From an optimization exercise on the open Yosys and OpenROAD flow, aimed at small area, a short achievable clock period and few clock cycles per item; shortcuts taken in it are not production practice. RTL that was checked went through simulation tests only; none was proved equivalent to the original. Power and IR drop assume default switching activity.

Design fp32_divsqrt, start of the top module:
module fp32_divsqrt (
    input  wire        clk,
    input  wire        rst,
    input  wire        in_valid,
    output wire        in_ready,
    input  wire        in_op,         
    input  wire [31:0] in_a,
    input  wire [31:0] in_b,
    output reg         out_valid,
    output wire [31:0] out_result,
    output wire [3:0]  out_flags      
);
    reg               busy;
    reg               op_r;
    reg               sign_r;
    reg        [4:0]  cnt;
    reg               first;      
    reg               last;       
    reg        [8:0]  exp_r;      
    reg        [25:1] W;
    reg        [24:0] D;          
    reg        [24:0] Q;
    reg        [3:0]  flg;
    assign in_ready   = !busy;
    assign out_result = {sign_r, exp_r[7:0], Q[22:0]};
    assign out_flags  = flg;
    wire [22:0] fa = in_a[22:0];
    wire [25:0] w_load = !in_op    ? {2'b01, fa, 1'b0} :
                         in_a[23]  ? {2'b00, fa, 1'b0} :
                                     {fa[22], !fa[22], fa[21:0], 2'b00};
    wire [24:0] d_load = in_op ? 25'h0800000 : {in_b[22:0], 2'b00};
    wire [7:0]  eb_in  = in_b[30:23];
  ...
For scale: about 850 cells after synthesis, roughly 6300 um^2 of cells after synthesis.
export LEC_CHECK = 0
export CAP_MARGIN = 20
export CORE_MARGIN = 2
export CORE_UTILIZATION = 40
export SLEW_MARGIN = 20
create_clock -name core_clock -period 10.0 [get_ports {clk}]
standard.sh (not shown) runs the stock make flow with config.mk's settings and CLKGATE_MAP_FILE= SYNTH_SCRIPT=/design/flow/synth_recipe.tcl, a recipe that flattens the netlist after the stock synthesis.
==> flow/flow/run.sh <==
#!/bin/bash
# Own layout flow: the standard synthesis, its combinational logic re-mapped
# for area (registers untouched), then the standard layout steps with timing
# repair aimed below the clock period.
set -euo pipefail
MARGIN=7.0
R=orfs/results/$FLOW_PLATFORM/fp32_divsqrt/base
bash standard.sh synth > synth_standard.log 2>&1
bash flow/resyn.sh $R flow > resyn.log 2>&1
rm -f $R/1_synth.odb $R/1_synth.sdc
bash standard.sh synth > synth_odb.log 2>&1
bash standard.sh SETUP_SLACK_MARGIN=$MARGIN BUFFER_PORTS_ARGS="-buffer_cell sky130_fd_sc_hd__buf_1" finish > layout.log 2>&1
Other scripts of this flow, unchanged in this note and not shown: flow/flow/abc.constr, flow/flow/minilib.py, flow/flow/resyn.abc, flow/flow/resyn.sh
Then changed:
--- a/flow/flow/run.sh
+++ b/flow/flow/run.sh
@@ -5,3 +5,3 @@
 set -euo pipefail
-MARGIN=7.0
+MARGIN=6.75
 R=orfs/results/$FLOW_PLATFORM/fp32_divsqrt/base
- final cell count is lower by a few percent
- hold slack gets better by 0.011 ns
- non-clock buffer count decreases by 36
- power goes down by a few percent
- clock power went up slightly
- design area drops by a little under a tenth
- combinational power drops by about a fifth
- wire length goes down by a little under a tenth
- count of clock-buffer cells in the layout does not change
Then changed:
--- a/flow/flow/run.sh
+++ b/flow/flow/run.sh
@@ -5,3 +5,3 @@
 set -euo pipefail
-MARGIN=6.75
+MARGIN=6.5
 R=orfs/results/$FLOW_PLATFORM/fp32_divsqrt/base
Maximum frequency decreases by 3.1%.
Combinational power decreases by 8.0%.
Non-clock buffer count decreases by 14.
Worst hold slack stays flat.
Total power decreases by 0.85%.
Via count decreases by 1.1%.
Count of clock-buffer cells in the layout decreases by 1.
Cell area decreases by 3.6%.
Clock skew increases by 0.0032 ns.
Wire length decreases by 0.53%.
Function was not checked in any run of this note: the RTL went through the layout flow alone.

* * *

The RTL this note starts from:
==> flow/design.v <==
module fp32_divsqrt (
    input  wire        clk,
    input  wire        rst,
    input  wire        in_valid,
    output wire        in_ready,
    input  wire        in_op,         
    input  wire [31:0] in_a,
    input  wire [31:0] in_b,
    output reg         out_valid,
    output wire [31:0] out_result,
    output wire [3:0]  out_flags      
);
    reg               busy;
    reg               op_r;
    reg               sign_r;
    reg        [4:0]  cnt;
    reg               first;      
    reg               last;       
    reg        [8:0]  exp_r;      
    reg        [25:1] W;
    reg        [24:0] D;          
    reg        [24:0] Q;
    reg        [3:0]  flg;
    assign in_ready   = !busy;
    assign out_result = {sign_r, exp_r[7:0], Q[22:0]};
    assign out_flags  = flg;
    wire [22:0] fa = in_a[22:0];
    wire [25:0] w_load = !in_op    ? {2'b01, fa, 1'b0} :
                         in_a[23]  ? {2'b00, fa, 1'b0} :
                                     {fa[22], !fa[22], fa[21:0], 2'b00};
    wire [24:0] d_load = in_op ? 25'h0800000 : {in_b[22:0], 2'b00};
    wire [7:0]  eb_in  = in_b[30:23];
    wire [24:0] q_load = {16'd0, eb_in[0], eb_in[1], eb_in[2], eb_in[3],
                          eb_in[4], eb_in[5], eb_in[6], eb_in[7], 1'b1};
    wire [8:0]  e_load = in_op ? {in_a[23], 1'b0, in_a[30:24]} : {1'b0, in_a[30:23]};
    wire [4:0]  c_load = in_op ? 5'd23 : 5'd25;
    wire [26:0] S    = {W[25:1], 2'b00};
    wire [26:0] T    = {1'b0, 1'b1, D};
    wire        ci   = !last | Q[0];
    wire [26:0] a_g  = S & ~T;
    wire [26:0] a_p  = S ^ ~T;
    wire [26:0] bg [0:8];
    wire [26:0] bp [0:8];
    assign bg[0] = {a_g[26:1], a_g[0] | (a_p[0] & ci)};
    assign bp[0] = a_p;
    genvar gk, gj;
    generate for (gk = 0; gk < 8; gk = gk + 1) begin : g_bk
        localparam integer SP = (gk < 4) ? (1 << gk) : (1 << (7 - gk));
        for (gj = 0; gj < 27; gj = gj + 1) begin : g_b
            if ((gk < 4) ? (((gj + 1) % (2 * SP)) == 0)
                         : ((((gj + 1) % (2 * SP)) == SP) && (gj > SP))) begin : g_op
                assign bg[gk+1][gj] = bg[gk][gj] | (bp[gk][gj] & bg[gk][gj-SP]);
                assign bp[gk+1][gj] = bp[gk][gj] & bp[gk][gj-SP];
            end else begin : g_pass
                assign bg[gk+1][gj] = bg[gk][gj];
                assign bp[gk+1][gj] = bp[gk][gj];
            end
        end
    end endgenerate
    wire [27:0] sum  = {bg[8][26], a_p ^ {bg[8][25:0], ci}};
    wire        s    = bg[8][26];
    wire [25:1] w_nx = s ? sum[25:1] : S[25:1];
    wire [25:0] dec  = {25'd0, op_r} << cnt;
    wire [24:0] d_nx = (D & ~dec[24:0]) | ({dec[23:0], 1'b0} & {25{s}}) | dec[25:1];
    wire [4:0]  cnt_nx = cnt - 5'd1 - {4'd0, !op_r && cnt == 5'd15 && Q[9]};
    wire        inc = s;
    wire [22:0] ones;
    assign ones[0] = 1'b1;
    genvar gi;
    generate for (gi = 1; gi < 23; gi = gi + 1) begin : g_ones
        assign ones[gi] = ones[gi-1] & Q[gi-1];
    end endgenerate
    wire        carry  = inc & ones[22] & Q[22];
    wire [22:0] frac_r = Q[22:0] ^ (ones & {23{inc}});
    wire        x_big  = (exp_r >= 9'd384);
    wire        x_383  = (exp_r == 9'd383);
    wire        x_le129 = (exp_r <= 9'd129);
    wire        x_129  = (exp_r == 9'd129);
    wire        clamp  = x_big || x_le129;
    wire        r_ovf  = x_big || (x_383 && carry);
    wire        r_unf  = (x_le129 && !x_129) || (x_129 && !carry);
    wire [7:0]  x_dec  = exp_r[7:0] - 8'd1;
    wire [7:0]  x_inc  = x_dec + {7'd0, carry};
    wire [7:0]  r_exp  = r_ovf ? 8'hFF : r_unf ? 8'h00 : {!x_inc[7], x_inc[6:0]};
    wire [22:0] r_frac = clamp ? 23'd0 : frac_r;
    wire       ea0    = exp_r[8];           
    wire [7:0] eb     = Q[8:1];             
    wire       a_frnz = (|W[23:2]) | ((op_r && !ea0) ? W[25] : W[1]);
    wire       b_frnz = |D[24:2];
    wire       a_zero = (exp_r[7:0] == 8'd0) && !(op_r && ea0);
    wire       b_zero = (eb == 8'd0);
    wire       a_max  = (exp_r[6:0] == 7'h7F) && (op_r ? ea0 : exp_r[7]);
    wire       b_max  = (eb == 8'hFF);
    wire       a_inf  = a_max & !a_frnz;
    wire       b_inf  = b_max & !b_frnz;
    wire       a_nan  = a_max & a_frnz;
    wire       b_nan  = b_max & b_frnz;
    reg        sp_hit;
    reg        sp_nan;      
    reg        sp_inf;      
    reg [3:0]  sp_flg;
    always @(*) begin
        sp_hit = 1'b1;
        sp_nan = 1'b0;
        sp_inf = 1'b0;
        sp_flg = 4'b0000;
        if (!op_r) begin
            if (a_nan || b_nan) begin
                sp_nan = 1'b1;
            end else if ((a_zero && b_zero) || (a_inf && b_inf)) begin
                sp_nan = 1'b1;
                sp_flg = 4'b0100;
            end else if (b_zero) begin
                sp_inf = 1'b1;
                if (!a_inf) sp_flg = 4'b1000;
            end else if (a_inf) begin
                sp_inf = 1'b1;
            end else if (b_inf || a_zero) begin
                sp_inf = 1'b0;
            end else begin
                sp_hit = 1'b0;
            end
        end else begin
            if (a_nan) begin
                sp_nan = 1'b1;
            end else if (a_zero) begin
                sp_inf = 1'b0;
            end else if (sign_r) begin
                sp_nan = 1'b1;
                sp_flg = 4'b0100;
            end else if (a_inf) begin
                sp_inf = 1'b1;
            end else begin
                sp_hit = 1'b0;
            end
        end
    end
    wire sp = first && sp_hit;
    wire       e_ser = (cnt[4:3] == 2'b10);
    wire       e_y   = op_r ? (cnt[4:1] == 4'b1000) : !Q[10];
    wire       e_a   = exp_r[0];
    wire       e_c   = exp_r[8];
    wire       e_s   = e_a ^ e_y ^ e_c;
    wire       e_co  = (e_a & e_y) | (e_a & e_c) | (e_y & e_c);
    always @(posedge clk) begin
        if (rst) begin
            busy      <= 1'b0;
            out_valid <= 1'b0;
        end else if (!busy) begin
            busy      <= in_valid;
            out_valid <= 1'b0;
        end else begin
            busy      <= !(sp || last);
            out_valid <= sp || last;
        end
    end
    always @(posedge clk) begin
        flg <= sp ? sp_flg : {2'b00, r_unf, r_ovf};
        if (!busy) begin
            op_r   <= in_op;
            sign_r <= in_a[31] ^ (in_b[31] & !in_op);
            cnt    <= c_load;
            first  <= 1'b1;
            last   <= 1'b0;
            exp_r  <= e_load;
            W      <= w_load[25:1];
            D      <= d_load;
            Q      <= q_load;
        end else begin
            cnt    <= cnt_nx;
            first  <= 1'b0;
            last   <= (cnt_nx == 5'd0);
            W      <= w_nx;
            D      <= d_nx;
            if (sp) begin
                Q[22:0]    <= {sp_nan, 22'd0};
                exp_r[7:0] <= (sp_nan || sp_inf) ? 8'hFF : 8'h00;
                if (sp_nan) sign_r <= 1'b0;
            end else if (last) begin
                Q[22:0]    <= r_frac;
                exp_r[7:0] <= r_exp;
            end else begin
                Q <= {Q[23:0], s};
                if (e_ser)                     exp_r <= {e_co, e_s, exp_r[7:1]};
                else if (cnt == 5'd24)         exp_r[8] <= Q[0];
            end
        end
    end
endmodule
clock: 10.0 ns
lec_check: 0
cap_margin: 20
core_margin: 2
core_utilization: 40
place_density: 0.5
slew_margin: 20
==> flow/flow/run.sh <==
#!/bin/bash
# Own layout flow: the standard synthesis, its combinational logic re-mapped
# for area (registers untouched), then the standard layout steps with timing
# repair aimed below the clock period.
set -euo pipefail
MARGIN=7.0
R=orfs/results/$FLOW_PLATFORM/fp32_divsqrt/base
bash standard.sh synth > synth_standard.log 2>&1
bash flow/resyn.sh $R flow > resyn.log 2>&1
rm -f $R/1_synth.odb $R/1_synth.sdc
bash standard.sh synth > synth_odb.log 2>&1
bash standard.sh SETUP_SLACK_MARGIN=$MARGIN BUFFER_PORTS_ARGS="-buffer_cell sky130_fd_sc_hd__buf_1" CTS_ARGS="-sink_clustering_enable -repair_clock_nets -dont_use_dummy_load -buf_list sky130_fd_sc_hd__clkbuf_8" finish > layout.log 2>&1
==> flow/flow/resyn.abc <==
&get -n; &st; &dch; &nf; &st; &dch; &nf; &put; topo; stime -c; buffer -c; upsize -c -D 2500; dnsize -c -D 2500
Other scripts of this flow, unchanged in this note and not shown: flow/flow/abc.constr, flow/flow/minilib.py, flow/flow/resyn.sh
The baseline completed with no timing, DRC or antenna violations.
Testbench counts at the start, summed over its fixed seeds: cycles 62,573, ops 2,400.
==> next run, changes <==
--- a/flow/flow/run.sh
+++ b/flow/flow/run.sh
@@ -5,3 +5,3 @@
 set -euo pipefail
-MARGIN=7.0
+MARGIN=6.5
 R=orfs/results/$FLOW_PLATFORM/fp32_divsqrt/base
==> flow/flow/resyn.abc (replaced) <==
&get -n; &st; &dch; &nf; &put; topo; stime -c; buffer -c; upsize -c -D 2500; dnsize -c -D 2500
Settings changed: CORE_UTILIZATION 40 to 60, PLACE_DENSITY 0.5 to unset.
Worst setup slack degrades by 0.29 ns; non-clock buffer count decreases by 46; sequential power increases by a few percent.
==> next run, changes <==
Settings changed: CAP_MARGIN 20 to 0, CORE_UTILIZATION 60 to 40, SLEW_MARGIN 20 to 0.
Result: The new run completed without violations. Cell area grows slightly. Synthesized cell count does not change. Clock power is higher slightly. Total power stays flat. Sequential power stays flat. Via count goes down by a few percent. Global-route usage falls by 9.2 points. Sequential share of layout area came out lower by 0.38 points. Count of clock-buffer cells in the layout does not change. Final cell count went up by a few percent. Routed wire length increases slightly.
==> next run, changes <==
--- a/flow/flow/run.sh
+++ b/flow/flow/run.sh
@@ -5,3 +5,3 @@
 set -euo pipefail
-MARGIN=6.5
+MARGIN=6.75
 R=orfs/results/$FLOW_PLATFORM/fp32_divsqrt/base
==> flow/flow/resyn.abc (replaced) <==
&get -n; &st; &dch; &nf; &st; &dch; &nf; &put; topo; stime -c; buffer -c; upsize -c -D 2500; dnsize -c -D 2500
Settings changed: CAP_MARGIN 0 to 20, PLACE_DENSITY set to 0.5, SLEW_MARGIN 0 to 20, TNS_END_PERCENT set to 0.
What happened:
- fmax grows by 3.0%
- setup slack improved by 0.097 ns
- combinational power drops by 4.2%
- routed wire length climbs by 8.4%
- sequential power hardly moves
- hold slack loses 0.039 ns
- area after synthesis drops by 2.1%
- first-iteration DRC count fell by 26%
- cell count goes down by 2.5%
- core utilization increases by 0.98 points
- non-clock buffer count is unchanged

==> what the ideal ports hide <==
How much do the figures lean on ideal ports? The routed layouts below were timed once more, with nothing changed but the port constraints. Step 1 sets driving cells, clkbuf_16 on the clock port and buf_2 on the other inputs (assumed; they add their load-dependent delay and slew). Step 2 times the ports against the registers' clock, not the clock port: input delays grow and output delays shrink by t, the midpoint of the rising clock arrivals with the driver on. Three values: no drivers, after step 1, after step 2; two values: the first two.
run | shift t [ns] | setup slack, ns | worst setup path after step 2
the first run of note 1 | 0.404 | 6.728 / 6.728 / 6.668 | input to register
the second run of note 1 | 0.401 | 6.703 / 6.703 / 6.429 | input to register
the third run of note 1 | 0.404 | 6.599 / 6.599 / 6.237 | input to register
the first run of note 2 | 0.421 | 6.908 / 6.908 / 6.771 | input to register
the second run of note 2 | 0.404 | 6.617 / 6.582 / 6.453 | input to register
the third run of note 2 | 0.420 | 6.639 / 6.639 / 6.463 | input to register
the fourth run of note 2 | 0.421 | 6.736 / 6.697 / 6.372 | input to register
After both steps setup and hold are still met in every run listed. The setup slack of the fourth run of note 2, which loses most, moves by -0.039 ns with the drivers and by -0.364 ns with both steps.
